This design comes from an exercise in tuning for small area on the open sky130 flow, not from production work.
Function was checked by simulation only, so behaviour that the tests miss may differ from the original.

**flow/config.mk**
```make
export PLATFORM = sky130hd
export DESIGN_NAME = rdsp_acc_unit
export DESIGN_NICKNAME = rdsp_acc_unit
export VERILOG_FILES = /design/flow/design.v
export SDC_FILE = /design/flow/constraint.sdc
export NUM_CORES = 4
export LEC_CHECK = 0
export CAP_MARGIN = 20
export CORE_MARGIN = 2
export CORE_UTILIZATION = 40
export PLACE_DENSITY = 0.6
export SLEW_MARGIN = 20
```
**flow/constraint.sdc**
```tcl
create_clock -name core_clock -period 12.0 [get_ports {clk}]
set_input_delay 2.4000 -clock core_clock [delete_from_list [all_inputs] [get_ports {clk}]]
set_output_delay 2.4000 -clock core_clock [all_outputs]
set_load 0.01 [all_outputs]
```
**flow/design.v**
```verilog
module rdsp_acc_unit (
    input  wire        clk,
    input  wire        rst,
    input  wire        in_valid,
    input  wire [3:0]  in_op,
    input  wire [1:0]  in_ad,
    input  wire [1:0]  in_as,
    input  wire [31:0] in_s,
    input  wire [31:0] in_t,
    input  wire [31:0] in_x,
    input  wire [4:0]  in_sh,
    input  wire [1:0]  in_w,
    input  wire [4:0]  in_b,
    input  wire        in_sat,
    input  wire        clr_sticky,
    output reg         out_xv,
    output reg  [31:0] out_x,
    output reg         out_fv,
    output reg         out_z,
    output reg         out_n,
    output reg         out_av,
    output reg         out_lv
);
    localparam OP_MPY2 = 4'd0;
    localparam OP_MAC2 = 4'd1;
    localparam OP_MSU2 = 4'd2;
    localparam OP_MACD = 4'd3;
    localparam OP_MACX = 4'd4;
    localparam OP_MACL = 4'd5;
    localparam OP_MACH = 4'd6;
    localparam OP_NOPM = 4'd7;
    localparam OP_CLR  = 4'd8;
    localparam OP_MVXA = 4'd9;
    localparam OP_STAX = 4'd10;
    localparam OP_ADDA = 4'd11;
    localparam OP_SUBA = 4'd12;
    localparam OP_SRA  = 4'd13;
    localparam OP_ABSA = 4'd14;
    localparam OP_BITA = 4'd15;
    reg [39:0] acc [0:3];
    reg        s1_valid;
    reg [3:0]  s1_op;
    reg [1:0]  s1_ad;
    reg [1:0]  s1_as;
    reg [31:0] s1_s;
    reg [31:0] s1_t;
    reg [31:0] s1_x;
    reg [4:0]  s1_sh;
    reg [1:0]  s1_w;
    reg [4:0]  s1_b;
    reg        s1_sat;
    always @(posedge clk) begin
        if (rst) begin
            s1_valid <= 1'b0;
        end else begin
            s1_valid <= in_valid;
        end
        s1_op  <= in_op;
        s1_ad  <= in_ad;
        s1_as  <= in_as;
        s1_s   <= in_s;
        s1_t   <= in_t;
        s1_x   <= in_x;
        s1_sh  <= in_sh;
        s1_w   <= in_w;
        s1_b   <= in_b;
        s1_sat <= in_sat;
    end
    wire signed [15:0] s_l = s1_s[15:0];
    wire signed [15:0] s_h = s1_s[31:16];
    wire signed [15:0] t_l = s1_t[15:0];
    wire signed [15:0] t_h = s1_t[31:16];
    wire signed [31:0] p_ll = s_l * t_l;
    wire signed [31:0] p_hh = s_h * t_h;
    wire signed [31:0] p_lh = s_l * t_h;
    wire signed [31:0] p_hl = s_h * t_l;
    reg signed [33:0] mac_term;
    always @(*) begin
        case (s1_op)
            OP_MPY2: mac_term = p_ll + p_hh;
            OP_MAC2: mac_term = p_ll + p_hh;
            OP_MSU2: mac_term = -(p_ll + p_hh);
            OP_MACD: mac_term = p_ll - p_hh;
            OP_MACX: mac_term = p_lh + p_hl;
            OP_MACL: mac_term = p_ll;
            OP_MACH: mac_term = p_hh;
            default: mac_term = 34'sd0;
        endcase
    end
    wire s1_is_mac = (s1_op <= OP_MACH);
    wire signed [39:0] a_d = acc[s1_ad];
    wire signed [39:0] a_s = acc[s1_as];
    wire signed [40:0] add_full = {a_d[39], a_d} + {a_s[39], a_s};
    wire signed [40:0] sub_full = {a_d[39], a_d} - {a_s[39], a_s};
    wire signed [40:0] abs_full = a_d[39] ? -{a_d[39], a_d} : {a_d[39], a_d};
    wire signed [39:0] sra_val = a_d >>> s1_sh;
    wire signed [39:0] stax_floor = a_d >>> s1_sh;
    wire [39:0]        stax_mask  = (40'd1 << s1_sh) - 40'd1;
    wire [39:0]        stax_frac  = a_d & stax_mask;
    wire [39:0]        stax_half  = (s1_sh == 5'd0) ? 40'd0 : (40'd1 << (s1_sh - 5'd1));
    wire               stax_up    = (s1_sh != 5'd0) &&
                                    ((stax_frac > stax_half) ||
                                     ((stax_frac == stax_half) && stax_floor[0]));
    wire signed [40:0] stax_r     = {stax_floor[39], stax_floor} + {40'd0, stax_up};
    wire stax_half_dst = (s1_w == 2'b01) || (s1_w == 2'b10);
    wire stax_ovf32 = (stax_r > 41'sd2147483647) || (stax_r < -41'sd2147483648);
    wire stax_ovf16 = (stax_r > 41'sd32767) || (stax_r < -41'sd32768);
    wire stax_ovf   = stax_half_dst ? stax_ovf16 : stax_ovf32;
    reg [31:0] stax_v32;
    reg [15:0] stax_v16;
    always @(*) begin
        if (stax_ovf32 && s1_sat)
            stax_v32 = stax_r[40] ? 32'h8000_0000 : 32'h7FFF_FFFF;
        else
            stax_v32 = stax_r[31:0];
        if (stax_ovf16 && s1_sat)
            stax_v16 = stax_r[40] ? 16'h8000 : 16'h7FFF;
        else
            stax_v16 = stax_r[15:0];
    end
    reg [31:0] stax_x;
    always @(*) begin
        case (s1_w)
            2'b01:   stax_x = {s1_x[31:16], stax_v16};
            2'b10:   stax_x = {stax_v16, s1_x[15:0]};
            default: stax_x = stax_v32;
        endcase
    end
    reg [31:0] bita_x;
    always @(*) begin
        bita_x = s1_x;
        bita_x[s1_b] = ~a_d[39];
    end
    reg [39:0] s1_acc_val;
    reg        s1_acc_we;
    reg        s1_wrap;
    reg [31:0] s1_xval;
    reg        s1_x_we;
    reg        s1_lv;
    always @(*) begin
        s1_acc_val = 40'd0;
        s1_acc_we  = 1'b0;
        s1_wrap    = 1'b0;
        s1_xval    = 32'd0;
        s1_x_we    = 1'b0;
        s1_lv      = 1'b0;
        case (s1_op)
            OP_CLR: begin
                s1_acc_val = 40'd0;
                s1_acc_we  = 1'b1;
            end
            OP_MVXA: begin
                s1_acc_val = {{8{s1_x[31]}}, s1_x};
                s1_acc_we  = 1'b1;
            end
            OP_STAX: begin
                s1_xval = stax_x;
                s1_x_we = 1'b1;
                s1_lv   = stax_ovf;
            end
            OP_ADDA: begin
                s1_acc_val = add_full[39:0];
                s1_acc_we  = 1'b1;
                s1_wrap    = add_full[40] != add_full[39];
            end
            OP_SUBA: begin
                s1_acc_val = sub_full[39:0];
                s1_acc_we  = 1'b1;
                s1_wrap    = sub_full[40] != sub_full[39];
            end
            OP_SRA: begin
                s1_acc_val = sra_val;
                s1_acc_we  = 1'b1;
            end
            OP_ABSA: begin
                s1_acc_val = abs_full[39:0];
                s1_acc_we  = 1'b1;
                s1_wrap    = abs_full[40] != abs_full[39];
            end
            OP_BITA: begin
                s1_xval = bita_x;
                s1_x_we = 1'b1;
            end
            default: ;
        endcase
    end
    reg        s2_valid;
    reg [3:0]  s2_op;
    reg [1:0]  s2_ad;
    reg        s2_is_mac;
    reg signed [33:0] s2_term;
    reg [39:0] s2_acc_val;
    reg        s2_acc_we;
    reg        s2_wrap;
    reg [31:0] s2_xval;
    reg        s2_x_we;
    reg        s2_lv;
    always @(posedge clk) begin
        if (rst) begin
            s2_valid <= 1'b0;
        end else begin
            s2_valid <= s1_valid && (s1_op != OP_NOPM);
        end
        s2_op      <= s1_op;
        s2_ad      <= s1_ad;
        s2_is_mac  <= s1_is_mac;
        s2_term    <= mac_term;
        s2_acc_val <= s1_acc_val;
        s2_acc_we  <= s1_acc_we;
        s2_wrap    <= s1_wrap;
        s2_xval    <= s1_xval;
        s2_x_we    <= s1_x_we;
        s2_lv      <= s1_lv;
    end
    wire signed [39:0] mac_base = (s2_op == OP_MPY2) ? 40'sd0 : acc[s2_ad];
    wire signed [41:0] mac_full = {{2{mac_base[39]}}, mac_base} + {{8{s2_term[33]}}, s2_term};
    wire               mac_wrap = (mac_full[41:39] != 3'b000) && (mac_full[41:39] != 3'b111);
    wire [39:0] wb_val  = s2_is_mac ? mac_full[39:0] : s2_acc_val;
    wire        wb_we   = s2_valid && (s2_is_mac || s2_acc_we);
    wire        wb_wrap = s2_valid && (s2_is_mac ? mac_wrap : s2_wrap);
    wire        wb_xv   = s2_valid && s2_x_we;
    wire        wb_lv   = s2_valid && s2_lv;
    integer i;
    always @(posedge clk) begin
        if (rst) begin
            for (i = 0; i < 4; i = i + 1)
                acc[i] <= 40'd0;
        end else if (wb_we) begin
            acc[s2_ad] <= wb_val;
        end
    end
    always @(posedge clk) begin
        if (rst) begin
            out_xv <= 1'b0;
            out_fv <= 1'b0;
            out_av <= 1'b0;
            out_lv <= 1'b0;
            out_x  <= 32'd0;
            out_z  <= 1'b0;
            out_n  <= 1'b0;
        end else begin
            out_xv <= wb_xv;
            out_fv <= wb_we || wb_xv && (s2_op == OP_BITA);
            out_av <= (out_av && !clr_sticky) || wb_wrap;
            out_lv <= (out_lv && !clr_sticky) || wb_lv;
            if (wb_xv)
                out_x <= s2_xval;
            if (wb_we) begin
                out_z <= (wb_val == 40'd0);
                out_n <= wb_val[39];
            end else if (wb_xv && (s2_op == OP_BITA)) begin
                out_z <= (s2_xval == 32'd0);
                out_n <= s2_xval[31];
            end
        end
    end
endmodule
```
**flow/run.sh**
```bash
#!/bin/bash
# synth_recipe.tcl (not shown) runs the flow's synth.tcl, then flattens the netlist and writes it again
# the make line also repeats each setting of config.mk as NAME=value (left out here)
make -C /OpenROAD-flow-scripts/flow DESIGN_CONFIG=/design/flow/config.mk WORK_HOME=/design/flow/orfs CLKGATE_MAP_FILE= SYNTH_SCRIPT=/design/flow/synth_recipe.tcl finish
```
==> reports/metrics.cfg <==
[routing]
dr.pass1.iters = 12
vias_per_cell = 5.81
wl_per_cell_microns = 26.2
initialDrtViolationCount = 5908
finalWirelength_microns = 295000
drtAntennaViolNets = 0
drc = 0
num_vias = 65383

[synth]
synth-async-reset-ratio_pct = 0
syn_inst = 8741
ys_seq_area_share_pct = 13.3
syn_area_sq_um = 77300
ys.flop_type = dfxtp_1
synth_edf_count = 160
synth_cell_type_count = 128
syn_nets = 10514
synth_warnings = 1
syn_avg_cell_area_sq_um = 8.84
synth-seq-cells = 434

[sta]
period_share_pct = 89.4
period_needed_ps = 10730
slew_headroom_pct = 18.4
worst_pin_slew_ps = 1220
fmax_ghz = 0.0932
setup_viol = 0
hold_viol = 0
finClkSkew_ps = 60.3
setup_tns_ps = 0
final_max_slew_viol_count = 0
rsz0062_at_grt = false
fin_ws_ps = 1270

[clocking]
post_cts_resized = 0
root_buffer = clkbuf_16
cts_tree = done
clkSinkCount = 434
cts.htree.levels = 2
postCtsHoldBufs = 0
clock_latency_ps = 730
path_clk_slew_ps = 60
cts_max_path_buffers = 3
cts_buffers = 55
post_cts_buffers = 0

[finish]
fill_cells = 18875
final_nets = 10446
area.growth.synth_to_final_pct = 8.08
drive_gt1_share_pct = 6.87

[critical_path]
cp.required_ps = 12580
r2r_slack_ps = 1270
rr_startpoint = s1_s[8]
cpLargestDelayFamily = adder cells
path_class = flip-flop to flip-flop
timing.rr.end = s2_term[32]
critPathBufInv = 7
cp_slowest_cell = dfxtp_1
critPathArrivalTime_ps = 11300
cp-start-kind = flip-flop
reg2reg_depth = 35
crit_top_cell = inv_1
critical-path-max-stage-delay_ps = 920
critPathCaptureType = flip-flop
crit_path_max_fanout = 19

[global_route]
antenna_found_initial = 16
grt_max_degree = 65
grt_pass1_vias = 68150
track_usage_pct = 29.7
grt_pass1_wl_microns = 441000
gr-total-overflow = 0

[place]
port_buffers = 158
place_ws_ps = 1350
gp_congestion = 0.985
dp_hpwl_microns = 239000

[floorplan]
die_w_microns = 443
die_area_sq_um = 197000
start_util_pct = 40.2
rows = 161
io_pins = 159
die_y_microns = 443
fp.coreArea_sq_um = 192000

[min_path]
hold_class = flip-flop to flip-flop
hold_end = out_x[31]
whs_path_depth = 2
hold_start = out_x[31]

[outcome]
status = no timing/DRC/antenna violations

[flow_run]
cap_violations = 0

[worst register-to-register path, delay by kind of cell (launching register included)]
family | cells | cell delay, ps
AO/OA/AOI/OAI | 12 | 3690
XOR/XNOR | 1 | 170
adder cells (fa/ha/maj) | 8 | 3790
buffers and inverters | 7 | 390
flip-flops | 1 | 920
multiplexers | 1 | 250
AND/OR/NAND/NOR | 6 | 1420
[per-stage QoR]
| step | hold slack, ps | util [%] | area (sq um) | instances |
|---|---|---|---|---|
| 6_report | 458 | 43.4 | 83500 | 11249 |
| 5_1_grt | 467 | 43.4 | 83500 | 11247 |
| 4_1_cts | 456 | 43.4 | 83500 | 11245 |
| 3_5_place_dp | 450 | 42.4 | 81500 | 11141 |
| 3_3_place_gp | 448 | 42.4 | 81500 | 11139 |
| 2_1_floorplan | 329 | - | 77300 | 8741 |
[placed cells by master (no fill, tap or decap), types with 101 or more instances in the layout]
master	instances
edfxtp_1	160
o21ai_0	284
fa_1	1113
ha_1	539
dfxtp_1	256
a21oi_1	339
nand2b_1	121
and2_1	397
buf_4	181
nand2_1	1021
mux2i_1	127
nor2_1	536
xnor2_1	213
nor3_1	119
nor2b_1	119
inv_1	1385
mux4_2	140
nand3_1	101
clkdlybuf4s50_1	158
[per-layer routing]
layer,GRT usage (%),part of all wire [%]
met1,37.8,40
met2,49.0,47
met3,3.97,6.5
met4,16.1,6.4
met5,0,0.020
[worst max-delay path by stage]
stage                              to    start  cells past startpoint
after floorplan           s2_term[32]  s1_t[1]                     37
after global placement    s2_term[32]  s1_s[9]                     36
after detailed placement  s2_term[32]  s1_s[8]                     35
after CTS                 s2_term[32]  s1_s[8]                     35
after global routing      s2_term[32]  s1_s[8]                     36
final                     s2_term[32]  s1_s[8]                     35
[cells in the mapped netlist (119+ instances only)]
master	instances	share of area, %
edfxtp_1	160	6.2
nand2_1	1021	5.0
a21oi_1	339	2.2
nand2b_1	124	1.0
dfxtp_1	274	7.1
mux2i_1	127	1.6
inv_1	1385	6.7
o21ai_0	287	1.9
clkbuf_1	391	1.9
nor2b_1	119	0.96
and2_1	397	3.2
fa_1	1113	29
ha_1	539	8.7
nor3_1	124	0.80
nor2_1	541	2.6
mux4_2	140	4.1
xnor2_1	213	2.4
[cells by family (layout without fill, tap and decap cells)]
group	count (synthesis)	in the layout	synth area share [%]
mux	337	337	6.78
flops	434	434	13.3
buf+inv	1859	1838	9.38
xor+xnor	289	289	3.28
simple gates	2742	2742	17.2
compound gates	1426	1426	12.5
other cells	2	5	0.00972
fa+ha+maj	1652	1652	37.6
[cell type report]
class,count,area (sq um),area share [%]
diodes,3,7.51,0.00899
clock buffers,69,1490,1.78
clock inverters,35,483,0.578
inverters,1391,5220,6.25
multi-input cells,6448,59800,71.6
flip-flops and latches,434,10300,12.4
well taps,2526,3160,3.79
repair buffers,343,3010,3.61
[registers in the layout, indices dropped and copies added (netlist names), 32 cells and up, named ones only]
| name | cells |
|---|---|
| s2_acc_val | 40 |
| acc | 160 |
| s1_s | 32 |
| s1_t | 32 |
| s2_term | 34 |
| out_x | 32 |
| s1_x | 32 |
| s2_xval | 32 |

separate check: timing with driven ports:
The results above use ideal ports. As a check the final layout listed here was re-extracted and re-timed, cells and wires unchanged. Step 1: set_driving_cell puts a clkbuf_16 on clk and a buf_2 on each other input, an assumption about the parent block. Step 2 adds t to the input delays and takes it off the output delays; t is the mean of the earliest and latest rising clock arrival at the registers after step 1. Input paths then give back, and output paths get back, about the clock's delay inside the block. Three values: ideal ports, drivers, drivers and shift; two values: the first two.
shift t [ns]: 0.800
slack for setup (ns): 1.274 / 1.274 / 1.274
latest minus earliest clock arrival (ns): 0.066 / 0.065
worst data-port slew with drivers (ns): 0.12
After both steps setup and hold are still met in this run. For this run, drivers alone change the setup slack by 0.000 ns; drivers and shift together by 0.000 ns.
